What follows belongs to an exercise in optimizing a design on an open flow for small area, a short achievable clock period and few clock cycles; a production flow would make more cautious choices. The RTL was checked by simulation tests, not by an equivalence proof against the original design. Power and IR drop assume default switching activity.

Design dz3_tile_scrambler, start of the top module:
module dz3_tile_scrambler (
    input  wire        clk,
    input  wire        rst_n,
    input  wire        cmd_valid,
    output reg         cmd_ready,
    input  wire        cmd_dir,
    input  wire [63:0] cmd_block,
    input  wire [63:0] cmd_page,
    input  wire [63:0] cmd_slot,
    input  wire        in_valid,
    output reg         in_ready,
    input  wire [63:0] in_data,
    output reg         out_valid,
    output reg  [63:0] out_data,
    output reg         res_valid,
    output reg         res_crc_ok
);
    localparam [31:0] RESIDUE = 32'hB798_B438;
    localparam [9:0]  BEAT_CMD = 10'd398;
    localparam [9:0]  BEAT_LAST = 10'd515;
    localparam [63:0] SR_INV = 64'hAAAA_AAAA_AAAA_AAAA;
    reg  [63:0] p_r, s_r, b_r;
    wire [63:0] p_sr = p_r ^ SR_INV;
    wire [63:0] s_sr = s_r ^ SR_INV;
    wire [63:0] b_sr = b_r ^ SR_INV;
    reg [3:0]  b_h;                 
    reg [2:0]  pcol_n, qcol_n;      
    reg [2:0]  pcol_c, qcol_c;      
    reg        pq_c;                
    reg        fa_c;                
    reg [6:0]  jc;                  
    reg        wrapped;
    reg        eng;                 
    reg        dir_n;               
    function [2:0] popc6;
        input [5:0] x;
        reg s1, c1, s2, c2, h, hc, b1, b2;
        begin
            {c1, s1} = x[0] + x[1] + x[2];
            {c2, s2} = x[3] + x[4] + x[5];
            {hc, h}  = s1 + s2;
            {b2, b1} = c1 + c2 + hc;
            popc6 = {b2, b1, h};
        end
    endfunction
    function [2:0] popc7;
        input [6:0] x;
        reg s1, c1, s2, c2, s3, c3, b1, b2;
        begin
            {c1, s1} = x[0] + x[1] + x[2];
            {c2, s2} = x[3] + x[4] + x[5];
            {c3, s3} = s1 + s2 + x[6];
            {b2, b1} = c1 + c2 + c3;
            popc7 = {b2, b1, s3};
        end
    endfunction
    wire [13:0] p_h, s_h;
    genvar gk;
    generate
        for (gk = 0; gk < 14; gk = gk + 1) begin : g_hist
            assign p_h[gk] = s_sr[63-gk] & (jc > gk);
            assign s_h[gk] = b_sr[63-gk] & (jc > gk);
        end
    endgenerate
    wire [2:0] pcol_nx = popc6({p_h[13], p_h[11], !p_h[7], p_h[4], !p_h[1], !p_sr[1]});
  ...
==> flow/config.mk <==
export PLATFORM = sky130hd
export DESIGN_NAME = dz3_tile_scrambler
export DESIGN_NICKNAME = dz3_tile_scrambler
export VERILOG_FILES = /design/flow/design.v
export SDC_FILE = /design/flow/constraint.sdc
export NUM_CORES = 4
export LEC_CHECK = 0
export CAP_MARGIN = 20
export CORE_MARGIN = 2
export CORE_UTILIZATION = 70
export PLACE_DENSITY = 0.8
export SLEW_MARGIN = 20
==> flow/constraint.sdc <==
create_clock -name core_clock -period 10.0 [get_ports {clk}]
set_input_delay 2.0000 -clock core_clock [delete_from_list [all_inputs] [get_ports {clk}]]
set_output_delay 2.0000 -clock core_clock [all_outputs]
set_load 0.01 [all_outputs]
standard.sh (not shown) runs the stock make flow with config.mk's settings and CLKGATE_MAP_FILE= SYNTH_SCRIPT=/design/flow/synth_recipe.tcl, a recipe that flattens the netlist after the stock synthesis.
==> flow/flow/run.sh <==
#!/bin/bash
# The standard layout (standard.sh), with:
#  - plain buf_1 cells as the port buffers,
#  - a larger setup margin for timing repair,
#  - clock tree: clkbuf_16 root, clkbuf_8 below it, larger sink clusters, no dummy loads.
set -euo pipefail
bash standard.sh \
  BUFFER_PORTS_ARGS="-buffer_cell sky130_fd_sc_hd__buf_1" \
  SETUP_SLACK_MARGIN=7.15 \
  CTS_ARGS="-sink_clustering_enable -repair_clock_nets -dont_use_dummy_load -root_buf sky130_fd_sc_hd__clkbuf_16 -buf_list sky130_fd_sc_hd__clkbuf_8 -sink_clustering_size 16 -sink_clustering_max_diameter 50" \
  finish > standard.log 2>&1
Testbench counts at the start, summed over its fixed seeds: cycles 67,152.
Then changed:
==> flow/flow/run.sh (replaced) <==
#!/bin/bash
# The standard layout (standard.sh), with:
#  - plain buf_1 cells as the port buffers,
#  - a larger setup margin for timing repair,
#  - clock tree: clkbuf_16 root, clkbuf_8 below it, larger sink clusters, no dummy loads.
set -euo pipefail
bash standard.sh \
  BUFFER_PORTS_ARGS="-buffer_cell sky130_fd_sc_hd__buf_1" \
  SETUP_SLACK_MARGIN=6.95 \
  CTS_ARGS="-sink_clustering_enable -repair_clock_nets -dont_use_dummy_load -root_buf sky130_fd_sc_hd__clkbuf_16 -buf_list sky130_fd_sc_hd__clkbuf_8 -sink_clustering_size 20 -sink_clustering_max_diameter 60" \
  finish > standard.log 2>&1
The new run completed with no timing, DRC or antenna violations.
Global-route usage came out lower by 2.4 points.
Wire length came out lower by about 8%.
Count of clock-buffer cells in the layout came out lower by 7.
Area after synthesis is unchanged.
Worst hold slack degrades by 0.0058 ns.
Setup slack degrades by 0.094 ns.
Sequential share of layout area came out higher by 1.1 points.
Fmax came out lower by about 3%.
Utilization came out lower by 2.5 points.
Final area came out lower by about 3%.
First-iteration DRC count came out lower by 20%.
Then changed:
==> flow/flow/run.sh (replaced) <==
#!/bin/bash
# The standard layout (standard.sh), with:
#  - plain buf_1 cells as the port buffers,
#  - a larger setup margin for timing repair,
#  - clock tree: clkbuf_16 root, clkbuf_8 below it, larger sink clusters, no dummy loads.
set -euo pipefail
bash standard.sh \
  BUFFER_PORTS_ARGS="-buffer_cell sky130_fd_sc_hd__buf_1" \
  SETUP_SLACK_MARGIN=6.95 \
  CTS_ARGS="-sink_clustering_enable -repair_clock_nets -dont_use_dummy_load -root_buf sky130_fd_sc_hd__clkbuf_16 -buf_list sky130_fd_sc_hd__clkbuf_8 -sink_clustering_size 16 -sink_clustering_max_diameter 50" \
  finish > standard.log 2>&1
- TNS_END_PERCENT: not set -> 0
=> The new run went through all stages and came out clean. Combinational power barely changes. Sequential share of layout area stays flat. Utilization decreases by 0.34 points. Design area is lower by 0.43%. Die area stays the same. Global-route usage climbs by 1.8 points. Total power is higher by 3.1%. Wire length goes up by 3.7%.
Then changed:
- CORE_UTILIZATION: 70 -> 75
- PLACE_DENSITY: 0.8 -> 0.85
- TNS_END_PERCENT: 0 -> not set
=>
- The new run finished with timing, DRC and antenna clean
- routed wire length came out higher by about 20%
- hold slack improved by 0.0031 ns
- combinational power climbs by about 3%
- fmax goes up by 1.2%
Then changed:
- CORE_UTILIZATION: 75 -> 70
- PLACE_DENSITY: 0.85 -> 0.7
Outcome: Synthesized area is unchanged; power drops by 1.6%; worst hold slack is better by 0.035 ns; first-iteration DRC count drops by 48%; wire length drops by 20%; global-route usage drops by 11 points; count of clock-buffer cells in the layout does not change; design area stays flat; non-clock buffer count climbs by 4; register-to-register slack is better by 0.14 ns.

[re-timing with driven ports]
Ports are ideal in the flow. The routed layouts listed here were re-timed in OpenROAD.
Step 1 sets driving cells, clkbuf_16 on the clock port and buf_2 on the other inputs (assumed; they add their load-dependent delay and slew).
Step 2 adds t to the input delays and takes it off the output delays; t is the mean of the earliest and latest rising clock arrival at the registers after step 1. Input paths then give back, and output paths get back, about the clock's delay inside the block.
Three values: ideal, step 1, step 2; two values: the first two.
| run | t, ns | slack for setup (ns) | latest minus earliest clock arrival (ns) | worst slew at a driven data input, ns | pins driven straight from the clock port |
|---|---|---|---|---|---|
| the first run | 0.535 | 6.991 / 6.938 / 6.716 | 0.076 / 0.075 | 0.08 | 1 |
| the second run | 0.557 | 6.897 / 6.897 / 6.518 | 0.077 / 0.077 | 0.10 | 1 |
| the third run | 0.536 | 6.789 / 6.789 / 6.441 | 0.087 / 0.088 | 0.09 | 1 |
| the fourth run | 0.548 | 6.828 / 6.828 / 6.397 | 0.072 / 0.072 | 0.10 | 1 |
| the fifth run | 0.540 | 6.956 / 6.903 / 6.580 | 0.064 / 0.063 | 0.08 | 1 |
After both steps setup and hold are still met in every run listed. The setup slack of the fourth run, which loses most, moves by 0.000 ns with the drivers and by -0.431 ns with both steps.
